This is an optimization exercise on Yosys and OpenROAD, whose aim is small area, a short achievable clock period and few clock cycles per item, not a production implementation.
No run shown here included a check of the RTL's function; only the layout flow was run.

## flow/design.v (module list and top-level ports; edited modules follow where they fit)
// module rail_comp: 3521 lines
// module rc_fa: 4 lines
// module rc_ha: 4 lines
module rail_comp (
    input  wire               clk,
    input  wire               rst,         
    input  wire signed [15:0] b0,
    input  wire signed [15:0] b1,
    input  wire signed [15:0] b2,
    input  wire signed [15:0] b3,
    input  wire signed [15:0] a1,
    input  wire signed [15:0] a2,
    input  wire signed [15:0] a3,
    input  wire        [9:0]  cl,
    input  wire               in_valid,
    output wire               in_ready,
    input  wire signed [12:0] in_e,
    input  wire               in_clr,      
    output reg                out_valid,
    output reg         [9:0]  out_code,
    output reg                out_inlim
);
  // ...
==> flow/run.sh <==
#!/bin/bash
# synth_recipe.tcl (not shown) runs the flow's synth.tcl, then flattens the netlist and writes it again
# the make line also repeats each setting of config.mk as NAME=value (left out here)
make -C /OpenROAD-flow-scripts/flow DESIGN_CONFIG=/design/flow/config.mk WORK_HOME=/design/flow/orfs CLKGATE_MAP_FILE= SYNTH_SCRIPT=/design/flow/synth_recipe.tcl finish
==> flow/config.mk <==
export PLATFORM = sky130hd
export DESIGN_NAME = rail_comp
export DESIGN_NICKNAME = rail_comp
export VERILOG_FILES = /design/flow/design.v
export SDC_FILE = /design/flow/constraint.sdc
export NUM_CORES = 4
export LEC_CHECK = 0
export ABC_AREA = 1
export CAP_MARGIN = 60
export CORE_MARGIN = 2
export CORE_UTILIZATION = 50
export SLEW_MARGIN = 60
export SYNTH_HIERARCHICAL = 1
==> flow/constraint.sdc <==
create_clock -name core_clock -period 40.0 [get_ports {clk}]
set_input_delay 8.0000 -clock core_clock [delete_from_list [all_inputs] [get_ports {clk}]]
set_output_delay 8.0000 -clock core_clock [all_outputs]
set_load 0.01 [all_outputs]
==> flow_summary_export.csv, run 1 <==
group,metric,value,unit
min_path,holdCritPathClass,"reg -> reg",
clock_network,cts.htree.levels,2,
cells_and_area,fin_util,0.551,
sta,relSlewSlack,0.541,
route,drcViolationCount,0,
grt,grt_pass1_vias,47437,
sta,fin_setup_tns,0,ns
clock_network,cts_tree,"built",
cells_and_area,nonClkBufAreaFrac,0.0511,
logic_synthesis,syn_inst,5835,
sta,skew,0.0371,ns
die,rows,122,
cells_and_area,clock_area_frac,0.0247,
die,die_w,338,um
logic_synthesis,ys_warn_count,7,
logic_synthesis,synth-edff-count,63,
setup_path,startpoint,"out_code[3]",
run_status,outcome,"finished clean",
logic_synthesis,synth_area_leaders,"fa_1 (38%), xor2_1 (16%), dfxtp_1 (11%)",
logic_synthesis,yosys.area_share.simple,0.0819,
setup_path,cp_cell_sequence,"clkdlybuf4s50_1",
cells_and_area,seq_share,0.128,
placement,dp_hpwl,178,mm
setup_path,cp.required,32.00,ns
logic_synthesis,synth_seq_cells,356,
cells_and_area,multi_input_area,45000,um^2
logic_synthesis,syn-cell-area,55600,um^2
setup_path,critPathKind,"reg -> out",
die,die_h,338,um
logic_synthesis,synth_xor_area_frac,0.171,
cells_and_area,ff_latch_area,7780,um^2
clock_network,clockBufferDepth,3,
cells_and_area,largestRegisters,"xs (42), xc (41)",
cells_and_area,stdcell_area,60900,um^2
setup_path,cp-end-kind,"primary output",
route,viasPerCell,6.47,
logic_synthesis,synth_compound_area_frac,0.132,
clock_network,insertion_delay,0.67,ns
route,postRouteAntennaNets,0,
grt,grt_first_pass_wirelength,340,mm
clock_network,clk_pin_slew,0.06,ns
sta,finalSetupViolations,0,
clock_network,cts.sinks,356,
sta,holdWs,0.474,ns
==> run 2, diff against run 1 <==
--- a/flow/config.mk
+++ b/flow/config.mk
@@ -7,7 +7,7 @@
 export LEC_CHECK = 0
 export ABC_AREA = 1
-export CAP_MARGIN = 60
+export CAP_MARGIN = 20
 export CORE_MARGIN = 2
 export CORE_UTILIZATION = 50
-export SLEW_MARGIN = 60
+export SLEW_MARGIN = 20
 export SYNTH_HIERARCHICAL = 1
==> flow_summary_export.csv, run 2 <==
group,metric,value,unit
run_status,outcome,"finished clean",
cells_and_area,largest_reg_flops,42,
logic_synthesis,synth_seq_cells,356,
die,rows,122,
cells_and_area,final_layout_size_suffix_gt1_frac,0.0669,
route,postRouteAntennaNets,0,
clock_network,post_cts_buffers,0,
route,drt_iter0_drc,6615,
setup_path,cp-end-kind,"primary output",
logic_synthesis,yosysTopAreaCell,"fa_1",
logic_synthesis,syn-num-nets,7179,
logic_synthesis,synth_top_cells_by_count,"fa_1 (1045), xor2_1 (1000), o22ai_1 (933), nand2_1 (582), inv_1 (351)",
logic_synthesis,synth_most_common_cell,"fa_1",
logic_synthesis,synth-edff-count,63,
setup_path,cp.arrival,1.52,ns
grt,grt_first_pass_wirelength,342,mm
setup_path,critPathKind,"reg -> out",
setup_path,cp.required,32.00,ns
clock_network,clockBufferDepth,3,
clock_network,numCtsBuffers,45,
logic_synthesis,synthDistinctLibCells,52,
cells_and_area,mostFrequentLayoutCells,"fa_1 (1045), xor2_1 (1000), o22ai_1 (933), nand2_1 (582), inv_1 (350)",
die,die_w,338,um
sta,finalCritPeriodShare,0.238,
grt,grt_use_total,0.421,
cells_and_area,regMostFlops,"xs",
route,vias,47409,
clock_network,cts_resized,0,
logic_synthesis,synth-main-ff-cell,"dfxtp_1",
clock_network,hold_buffers,0,
flow_run,maxCapViolations,0,
clock_network,cts.htree.levels,2,
die,die_h,338,um
sta,fin_setup_tns,0,ns
logic_synthesis,avgSynthCellArea,9.53,um^2
grt,grt_max_degree,70,
sta,rsz0062_at_grt,"no",
cells_and_area,largestRegisters,"xs (42), xc (41)",
logic_synthesis,synth_area_leaders,"fa_1 (38%), xor2_1 (16%), dfxtp_1 (11%)",
logic_synthesis,syn_inst,5835,
placement,gp_congestion,1.06,
setup_path,path_delay_family,"buffers and inverters",
sta,finalSetupViolations,0,
route,drcViolationCount,0,
route,totalWireLength,239,mm
grt,grt_pass1_vias,47688,
route,wl_per_cell,32.7,um
sta,tightest_slew,1.17,ns
grt,grt_remaining_overflow,0,
clock_network,cts.sinks,356,
setup_path,cp_cell_sequence,"clkdlybuf4s50_1",
cells_and_area,n_fill_cell,10168,
cells_and_area,syn_to_final_growth,8.47,%
grt,antenna_found_initial,7,
logic_synthesis,synth_top_cell_area_share,0.376,
die,io_pins,152,
sta,relSlewSlack,0.219,
setup_path,cp-start-kind,"flip-flop",
sta,skew,0.0345,ns
logic_synthesis,ys_warn_count,7,
logic_synthesis,ys_async_sr_fraction,0,
route,firstDrtPassIters,6,
cells_and_area,final_common_cell,"fa_1",
cells_and_area,fin_util,0.546,
sta,fmax,0.105,GHz
sta,report.final.slew_viol_count,0,
cells_and_area,final_nets,7125,
logic_synthesis,syn-cell-area,55600,um^2
min_path,holdCritPathClass,"reg -> reg",
setup_path,cp_slowest_cell,"clkdlybuf4s50_1",
die,dieArea,114000,um^2
clock_network,cts_tree,"built",
setup_path,cp_max_fo,1,
clock_network,root_buffer,"clkbuf_16",
die,core,111000,um^2
clock_network,clk_pin_slew,0.06,ns
sta,period_minus_slack,9.52,ns
clock_network,insertion_delay,0.68,ns
sta,hold_violations,0,
placement,portBuffers,150,
setup_path,cpPeakStageDelay,0.54,ns
route,viasPerCell,6.49,
logic_synthesis,yosysSeqAreaShare,0.139,
die,initial_core_util,0.503,
placement,dp_hpwl,177,mm
setup_path,critPathBufInv,1,
run 2: cell counts after synthesis:
Identical to the previous run, type by type.
run 2: logic make-up (layout without fill, tap and decap cells):
logic type | after synthesis | after routing | share of synthesized area
buf+inv | 865 | 846 | 0.0598
xor+xnor | 1082 | 1082 | 0.171
compound gates | 1207 | 1207 | 0.132
simple gates | 1095 | 1095 | 0.0819
fa+ha+maj | 1205 | 1205 | 0.412
mux | 23 | 23 | 0.00414
other cells | 2 | 4 | 0.000135
flops | 356 | 356 | 0.139
run 2: layer usage:
layer  share of wire  track usage
met1            0.35        0.506
met2            0.43        0.626
met3            0.13        0.138
met4            0.10        0.326
met5               0            0
run 2: stage by stage:
step	instances	cell area [um^2]	hold slack (ns)	worst slack [ns]
2_1_floorplan	5835	55600	0.403	31.20
3_3_place_gp	7221	58800	0.456	30.49
3_5_place_dp	7221	58800	0.462	30.44
4_1_cts	7303	60300	0.473	30.44
5_1_grt	7304	60300	0.505	30.44
6_report	7306	60300	0.473	30.48
run 2: final cells by class:
type	instances	area, um^2	share of cell area
Multi-Input combinational cell	4614	44700	0.742
Clock buffer	54	1180	0.0196
Clock inverter	28	297	0.00491
Timing Repair Buffer	329	2850	0.0472
Inverter	435	1640	0.0271
Tap cell	1488	1860	0.0309
Sequential cell	356	7770	0.129
Antenna cell	2	5.00	0.0000829
run 2: Yosys stat by module (local to each module, per instance):
module	cells inside	area, um^2	times used
rc_ha	1	12.5	48
rc_fa	1	20.0	1044
rail_comp	4743	34100	1
run 2: path summary, 6_finish.rpt:
path	from	endpoint	slack, ns	cells past startpoint
max reg2reg	c0	xc[29]	32.09	16
max	out_code[7]	out_code[7]	30.48	1
min	u1[18]	u1[18]	0.47	2
min reg2reg	u1[18]	u1[18]	0.47	2
==> run 3, diff against run 2 <==
--- a/flow/config.mk
+++ b/flow/config.mk
@@ -10,4 +10,6 @@
 export CORE_MARGIN = 2
 export CORE_UTILIZATION = 50
+export CTS_BUF_LIST = sky130_fd_sc_hd__clkbuf_8
+export CTS_CLUSTER_SIZE = 30
 export SLEW_MARGIN = 20
 export SYNTH_HIERARCHICAL = 1
==> flow_summary_export.csv, run 3 <==
group,metric,value,unit
clock_network,post_cts_buffers,0,
setup_path,cp_cell_sequence,"clkdlybuf4s50_1",
sta,rsz0062_at_grt,"no",
route,drcViolationCount,0,
logic_synthesis,synth_top_family_by_area,"adder cells",
logic_synthesis,muxShareOfSynthArea,0.00414,
setup_path,critPathBufInv,1,
die,core,111000,um^2
sta,tightest_slew,1.16,ns
cells_and_area,final_nets,7148,
setup_path,cp_max_fo,1,
sta,relSlewSlack,0.226,
cells_and_area,regMostFlops,"xs",
logic_synthesis,synth-adder-area-share,0.412,
clock_network,insertion_delay,0.82,ns
route,totalWireLength,239,mm
sta,fmax,0.104,GHz
route,viasPerCell,6.47,
logic_synthesis,yosysSeqAreaShare,0.139,
cells_and_area,stdcell_area,60300,um^2
clock_network,cts.htree.levels,3,
logic_synthesis,syn_inst,5835,
cells_and_area,mostFrequentLayoutCells,"fa_1 (1045), xor2_1 (1000), o22ai_1 (933), nand2_1 (582), inv_1 (364)",
grt,antenna_found_initial,8,
sta,finalCritPeriodShare,0.241,
cells_and_area,largestRegisters,"xs (42), xc (41)",
sta,hold_violations,0,
logic_synthesis,synth-main-ff-cell,"dfxtp_1",
logic_synthesis,synth-edff-count,63,
setup_path,critPathKind,"reg -> out",
logic_synthesis,yosys.area_share.simple,0.0819,
logic_synthesis,synth_compound_area_frac,0.132,
placement,dp_hpwl,177,mm
placement,placed_cell_area,58800,um^2
logic_synthesis,ys_async_sr_fraction,0,
cells_and_area,largest_reg_flops,42,
die,initial_core_util,0.503,
clock_network,cts_resized,0,
grt,grt_max_degree,70,
die,die_w,338,um
logic_synthesis,synth_xor_area_frac,0.171,
die,dieArea,114000,um^2
setup_path,cp.arrival,1.63,ns
setup_path,cp-end-kind,"primary output",
clock_network,cts.sinks,356,
logic_synthesis,synth_area_leaders,"fa_1 (38%), xor2_1 (16%), dfxtp_1 (11%)",
cells_and_area,syn_to_final_growth,8.41,%
clock_network,numCtsBuffers,69,
sta,finalSetupViolations,0,
setup_path,cp_slowest_cell,"clkdlybuf4s50_1",
logic_synthesis,synth_seq_cells,356,
cells_and_area,final_common_cell,"fa_1",
clock_network,cts_tree,"built",
min_path,min_to,"u1[23]",
clock_network,clk_pin_slew,0.06,ns
logic_synthesis,synthDistinctLibCells,52,
logic_synthesis,avgSynthCellArea,9.53,um^2
route,vias,47558,
clock_network,clockBufferDepth,3,
run_status,outcome,"finished clean",
grt,grt_first_pass_wirelength,343,mm
sta,skew,0.0944,ns
clock_network,root_buffer,"clkbuf_8",
sta,period_minus_slack,9.63,ns
logic_synthesis,synth_top_cell_area_share,0.376,
flow_run,maxCapViolations,0,
sta,report.final.slew_viol_count,0,
logic_synthesis,syn-cell-area,55600,um^2
logic_synthesis,synth_top_cells_by_count,"fa_1 (1045), xor2_1 (1000), o22ai_1 (933), nand2_1 (582), inv_1 (351)",
setup_path,r2r-start,"c0",
sta,fin_setup_tns,0,ns
die,rows,122,
logic_synthesis,yosysTopAreaCell,"fa_1",
cells_and_area,ff_latch_area,7770,um^2
min_path,holdCritPathClass,"reg -> reg",
grt,grt_use_total,0.423,
die,io_pins,152,
setup_path,r2r_cells,16,
clock_network,hold_buffers,0,
cells_and_area,final_layout_size_suffix_gt1_frac,0.0722,
setup_path,cp.required,32.00,ns
placement,portBuffers,150,
setup_path,cpPeakStageDelay,0.54,ns
setup_path,regToRegSetupSlack,32.03,ns
logic_synthesis,synth_most_common_cell,"fa_1",
cells_and_area,n_fill_cell,10203,
setup_path,path_delay_family,"buffers and inverters",
route,drt_iter0_drc,6486,
grt,grt_pass1_vias,47873,
route,firstDrtPassIters,9,
min_path,hold_depth,2,
placement,gp_congestion,1.06,
setup_path,cp-start-kind,"flip-flop",
min_path,worstHoldStart,"u1[23]",
logic_synthesis,syn-num-nets,7179,
route,wl_per_cell,32.6,um
grt,grt_remaining_overflow,0,
cells_and_area,multi_input_area,44700,um^2
setup_path,r2r-end,"xc[29]",
logic_synthesis,ys_warn_count,7,
route,postRouteAntennaNets,0,
die,die_h,338,um
[run 3: cell counts after synthesis]
Identical to the previous run, type by type.
[run 3: cell type report]
type	count	share of cell area
antenna	5	0.000207
clock buffer	85	0.0194
clock inverter	39	0.00469
inverter	435	0.0271
multi-input combinational	4614	0.742
sequential	356	0.129
tap	1488	0.0309
timing repair buffer	328	0.0470
[run 3: kinds of logic after synthesis]
kind of cell,count (synthesis)
buffers and inverters,865
AOI/OAI and AO/OA,1207
DFF,356
xor gates and xnor gates,1082
other,2
muxes,23
adders and majority gates,1205
and+or+nand+nor,1095
[run 3: layer usage]
| layer | share of wire | wire (um) | global-route usage | up-vias |
|---|---|---|---|---|
| met4 | 0.10 | 24400 | 0.329 | 6 |
| li1 | - | - | - | 19346 |
| met2 | 0.42 | 102000 | 0.627 | 3797 |
| met1 | 0.34 | 82600 | 0.503 | 23375 |
| met3 | 0.13 | 30700 | 0.144 | 1034 |
| met5 | 0.00027 | 65 | 0 | - |
[run 3: worst max-delay path by stage]
stage / from / to / slack [ns] / cells past startpoint
4_1_cts: out_code[7] / out_code[7] / 30.32 / 1
3_5_place_dp: in_clr / e1[2] / 30.44 / 3
6_report: out_code[7] / out_code[7] / 30.37 / 1
2_1_floorplan: in_clr / e1[10] / 31.20 / 4
5_1_grt: out_code[6] / out_code[6] / 30.31 / 1
3_3_place_gp: in_clr / e1[8] / 30.49 / 3
[run 3: modules after synthesis (local to each module, per instance)]
module     cell area, um^2  copies in the design  cells inside
rail_comp            34100                     1          4743
rc_ha                 12.5                    48             1
rc_fa                 20.0                  1044             1
[run 3: stage by stage]
step | hold WS (ns) | std cells | setup WS (ns) | utilization
final | 0.471 | 7350 | 30.37 | 0.546
after detailed placement | 0.462 | 7221 | 30.44 | 0.532
after CTS | 0.472 | 7345 | 30.32 | 0.546
after floorplan | 0.403 | 5835 | 31.20 | -
after global routing | 0.503 | 7347 | 30.31 | 0.546
after global placement | 0.456 | 7221 | 30.49 | 0.532
==> run 4, diff against run 3 <==
==> flow/flow/run.sh (new file) <==
#!/bin/bash
# Standard layout, except that the port buffers that placement inserts are
# swapped for plain buffers (same pins, narrower) before clock-tree synthesis.
set -euo pipefail
R=orfs/results/${FLOW_PLATFORM}/rail_comp/base
bash standard.sh synth floorplan place > std_place.log 2>&1
openroad -no_init -exit flow/portbuf.tcl > portbuf.log 2>&1
bash standard.sh > std_finish.log 2>&1
==> flow/flow/portbuf.tcl (new file) <==
# Swap the port buffers of 3_place.odb for plain buffers of the same pins.
set res orfs/results/$::env(FLOW_PLATFORM)/rail_comp/base
read_db $res/3_place.odb
set db [ord::get_db]
set block [ord::get_db_block]
set ibuf [$db findMaster sky130_fd_sc_hd__buf_1]
set obuf [$db findMaster sky130_fd_sc_hd__buf_2]
set n 0
foreach inst [$block getInsts] {
  if {[[$inst getMaster] getName] ne "sky130_fd_sc_hd__clkdlybuf4s50_1"} { continue }
  set a [[$inst findITerm A] getNet]
  set x [[$inst findITerm X] getNet]
  if {$a ne "NULL" && [llength [$a getBTerms]] > 0} {
    $inst swapMaster $ibuf
    incr n
  } elseif {$x ne "NULL" && [llength [$x getBTerms]] > 0} {
    $inst swapMaster $obuf
    incr n
  }
}
puts "swapped $n port buffers"
write_db $res/3_place.odb
==> flow/standard.sh (new file) <==
#!/bin/bash
# synth_recipe.tcl (not shown) runs the flow's synth.tcl, then flattens the netlist and writes it again
# the make line also repeats each setting of config.mk as NAME=value (left out here)
make -C /OpenROAD-flow-scripts/flow DESIGN_CONFIG=/design/flow/config.mk WORK_HOME=/design/flow/orfs CLKGATE_MAP_FILE= SYNTH_SCRIPT=/design/flow/synth_recipe.tcl "${@:-finish}"
--- a/flow/config.mk
+++ b/flow/config.mk
@@ -10,6 +10,4 @@
 export CORE_MARGIN = 2
 export CORE_UTILIZATION = 50
-export CTS_BUF_LIST = sky130_fd_sc_hd__clkbuf_8
-export CTS_CLUSTER_SIZE = 30
 export SLEW_MARGIN = 20
 export SYNTH_HIERARCHICAL = 1
removed: flow/run.sh
==> flow_summary_export.csv, run 4 <==
group,metric,value,unit
setup_path,cpPeakStageDelay,0.37,ns
route,wl_per_cell,32.6,um
die,dieArea,114000,um^2
setup_path,cp-start-kind,"flip-flop",
setup_path,cp.required,32.00,ns
route,vias,47317,
cells_and_area,largestRegisters,"xs (42), xc (41)",
cells_and_area,largest_reg_flops,42,
setup_path,cp.arrival,1.17,ns
setup_path,cp_slowest_cell,"edfxtp_1",
min_path,min_to,"u1[16]",
grt,grt_max_degree,70,
setup_path,r2r-end,"u1[11]",
clock_network,cts.htree.levels,2,
cells_and_area,final_common_cell,"fa_1",
logic_synthesis,synth_top_cells_by_count,"fa_1 (1045), xor2_1 (1000), o22ai_1 (933), nand2_1 (582), inv_1 (351)",
logic_synthesis,ys_warn_count,7,
placement,portBuffers,150,
cells_and_area,regMostFlops,"xs",
grt,grt_pass1_vias,47702,
cells_and_area,stdcell_area,59400,um^2
placement,gp_congestion,1.06,
sta,report.final.slew_viol_count,0,
die,core,111000,um^2
die,die_w,338,um
sta,fmax,0.109,GHz
logic_synthesis,yosysSeqAreaShare,0.139,
cells_and_area,final_layout_size_suffix_gt1_frac,0.0689,
clock_network,root_buffer,"clkbuf_16",
sta,tightest_slew,1.16,ns
route,viasPerCell,6.48,
grt,grt_use_total,0.420,
flow_run,maxCapViolations,0,
grt,grt_first_pass_wirelength,342,mm
clock_network,clk_pin_slew,0.06,ns
sta,rsz0062_at_grt,"no",
logic_synthesis,syn_inst,5835,
clock_network,numCtsBuffers,45,
grt,grt_remaining_overflow,0,
logic_synthesis,syn-cell-area,55600,um^2
logic_synthesis,syn-num-nets,7179,
clock_network,post_cts_buffers,0,
logic_synthesis,avgSynthCellArea,9.53,um^2
cells_and_area,syn_to_final_growth,6.81,%
die,initial_core_util,0.503,
sta,relSlewSlack,0.225,
logic_synthesis,synth_top_cell_area_share,0.376,
route,postRouteAntennaNets,0,
setup_path,cp_max_fo,1,
cells_and_area,n_fill_cell,10337,
setup_path,cp-end-kind,"primary output",
setup_path,critPathKind,"reg -> out",
setup_path,r2r-start,"u1[20]",
die,die_h,338,um
setup_path,path_delay_family,"flip-flops",
min_path,holdCritPathClass,"reg -> reg",
min_path,worstHoldStart,"u1[16]",
clock_network,clockBufferDepth,3,
placement,dp_hpwl,177,mm
route,firstDrtPassIters,6,
clock_network,cts_resized,0,
clock_network,cts.sinks,356,
route,drcViolationCount,0,
die,rows,122,
clock_network,hold_buffers,0,
placement,placed_cell_area,58800,um^2
grt,antenna_found_initial,7,
sta,finalCritPeriodShare,0.229,
clock_network,cts_tree,"built",
logic_synthesis,synth-main-ff-cell,"dfxtp_1",
logic_synthesis,synth_seq_cells,356,
logic_synthesis,synthDistinctLibCells,52,
run_status,outcome,"finished clean",
sta,period_minus_slack,9.17,ns
route,totalWireLength,238,mm
setup_path,r2r_cells,28,
sta,finalSetupViolations,0,
logic_synthesis,ys_async_sr_fraction,0,
setup_path,regToRegSetupSlack,32.10,ns
sta,hold_violations,0,
logic_synthesis,yosysTopAreaCell,"fa_1",
logic_synthesis,synth-edff-count,63,
cells_and_area,final_nets,7125,
min_path,hold_depth,2,
route,drt_iter0_drc,6601,
sta,fin_setup_tns,0,ns
logic_synthesis,synth_most_common_cell,"fa_1",
cells_and_area,mostFrequentLayoutCells,"fa_1 (1045), xor2_1 (1000), o22ai_1 (933), nand2_1 (582), inv_1 (350)",
setup_path,cp_cell_sequence,"buf_2",
sta,skew,0.0351,ns
clock_network,insertion_delay,0.67,ns
logic_synthesis,synth_area_leaders,"fa_1 (38%), xor2_1 (16%), dfxtp_1 (11%)",
die,io_pins,152,
setup_path,critPathBufInv,1,
[run 4: cell counts after synthesis]
No cell type changed its count.
[run 4: how the worst max path moves through the flow]
stage / cells after the start / endpoint / from
after floorplan: 4 / e1[10] / in_clr
after CTS: 1 / out_code[7] / out_code[7]
after global placement: 3 / e1[8] / in_clr
after detailed placement: 3 / e1[2] / in_clr
final: 1 / out_code[7] / out_code[7]
after global routing: 1 / out_code[1] / out_code[1]
[run 4: cell type report]
class	count	area, um^2	area share
multi-input combinational	4614	44700	0.753
sequential	356	7770	0.131
timing repair buffer	329	1930	0.0324
tap	1488	1860	0.0313
inverter	435	1640	0.0275
clock buffer	54	1180	0.0199
clock inverter	28	297	0.00499
antenna	1	2.50	0.0000421
[run 4: routing by layer]
layer / GRT usage / routed length (um) / up-vias
li1: - / - / 19290
met1: 0.507 / 82500 / 23325
met2: 0.624 / 101000 / 3719
met3: 0.133 / 30200 / 979
met4: 0.330 / 24400 / 4
met5: 0 / 133 / -
[run 4: kinds of logic (layout without fill, tap and decap cells)]
group	count (synthesis)	in the layout	share of synthesized area
adder cells (fa/ha/maj)	1205	1205	0.412
AO/OA/AOI/OAI	1207	1207	0.132
XOR/XNOR	1082	1082	0.171
flip-flops	356	356	0.139
AND/OR/NAND/NOR	1095	1095	0.0819
multiplexers	23	23	0.00414
buffers and inverters	865	846	0.0598
other	2	3	0.000135
[run 4: worst min-delay path: cells and delay by family, from the launching register on]
kind | cells | cell delay, ns
flops | 1 | 0.31
simple gates | 1 | 0.06
compound gates | 1 | 0.06
[run 4: per-stage QoR]
step                cells  utilization  hold WS (ns)  setup slack, ns
finish               7305        0.538         0.473            30.83
global route         7304        0.538         0.505            30.81
CTS                  7303        0.537         0.473            30.80
detailed placement   7221        0.532         0.462            30.44
global placement     7221        0.532         0.456            30.49
floorplan            5835            -         0.403            31.20
[run 4: per-module statistics from Yosys (local to each module, per instance)]
| module | flip-flops and latches | cells | times used |
|---|---|---|---|
| rail_comp | 356 | 4743 | 1 |
| rc_fa | 0 | 1 | 1044 |
| rc_ha | 0 | 1 | 48 |

re-timing with driven ports:
In the flow no input, the clock included, has a driving cell. The finished layouts below were timed again as built, in two steps.
Step 1: set_driving_cell puts a clkbuf_16 on clk and a buf_2 on each other input, an assumption about the parent block.
Step 2 moves the port delays by t, midway between the first and last clock arrival at a register: inputs arrive t later, outputs are due t later. That takes back most of the time a late clock gives input paths.
a / b / c = ideal ports / drivers / drivers and shift; a / b = the first two.
| run | t, ns | slack for setup (ns) | latest minus earliest clock arrival (ns) | cell pins on the clock port's net |
|---|---|---|---|---|
| run 1 | 0.725 | 30.469 / 30.395 / 30.656 | 0.040 / 0.040 | 1 |
| run 2 | 0.736 | 30.478 / 30.401 / 30.430 | 0.035 / 0.035 | 1 |
| run 3 | 0.850 | 30.372 / 30.299 / 30.379 | 0.095 / 0.094 | 1 |
| run 4 | 0.734 | 30.832 / 30.755 / 30.813 | 0.035 / 0.035 | 1 |
After both steps setup and hold are still met in every run listed. For run 2, which loses most, drivers alone change the setup slack by -0.077 ns; drivers and shift together by -0.048 ns.
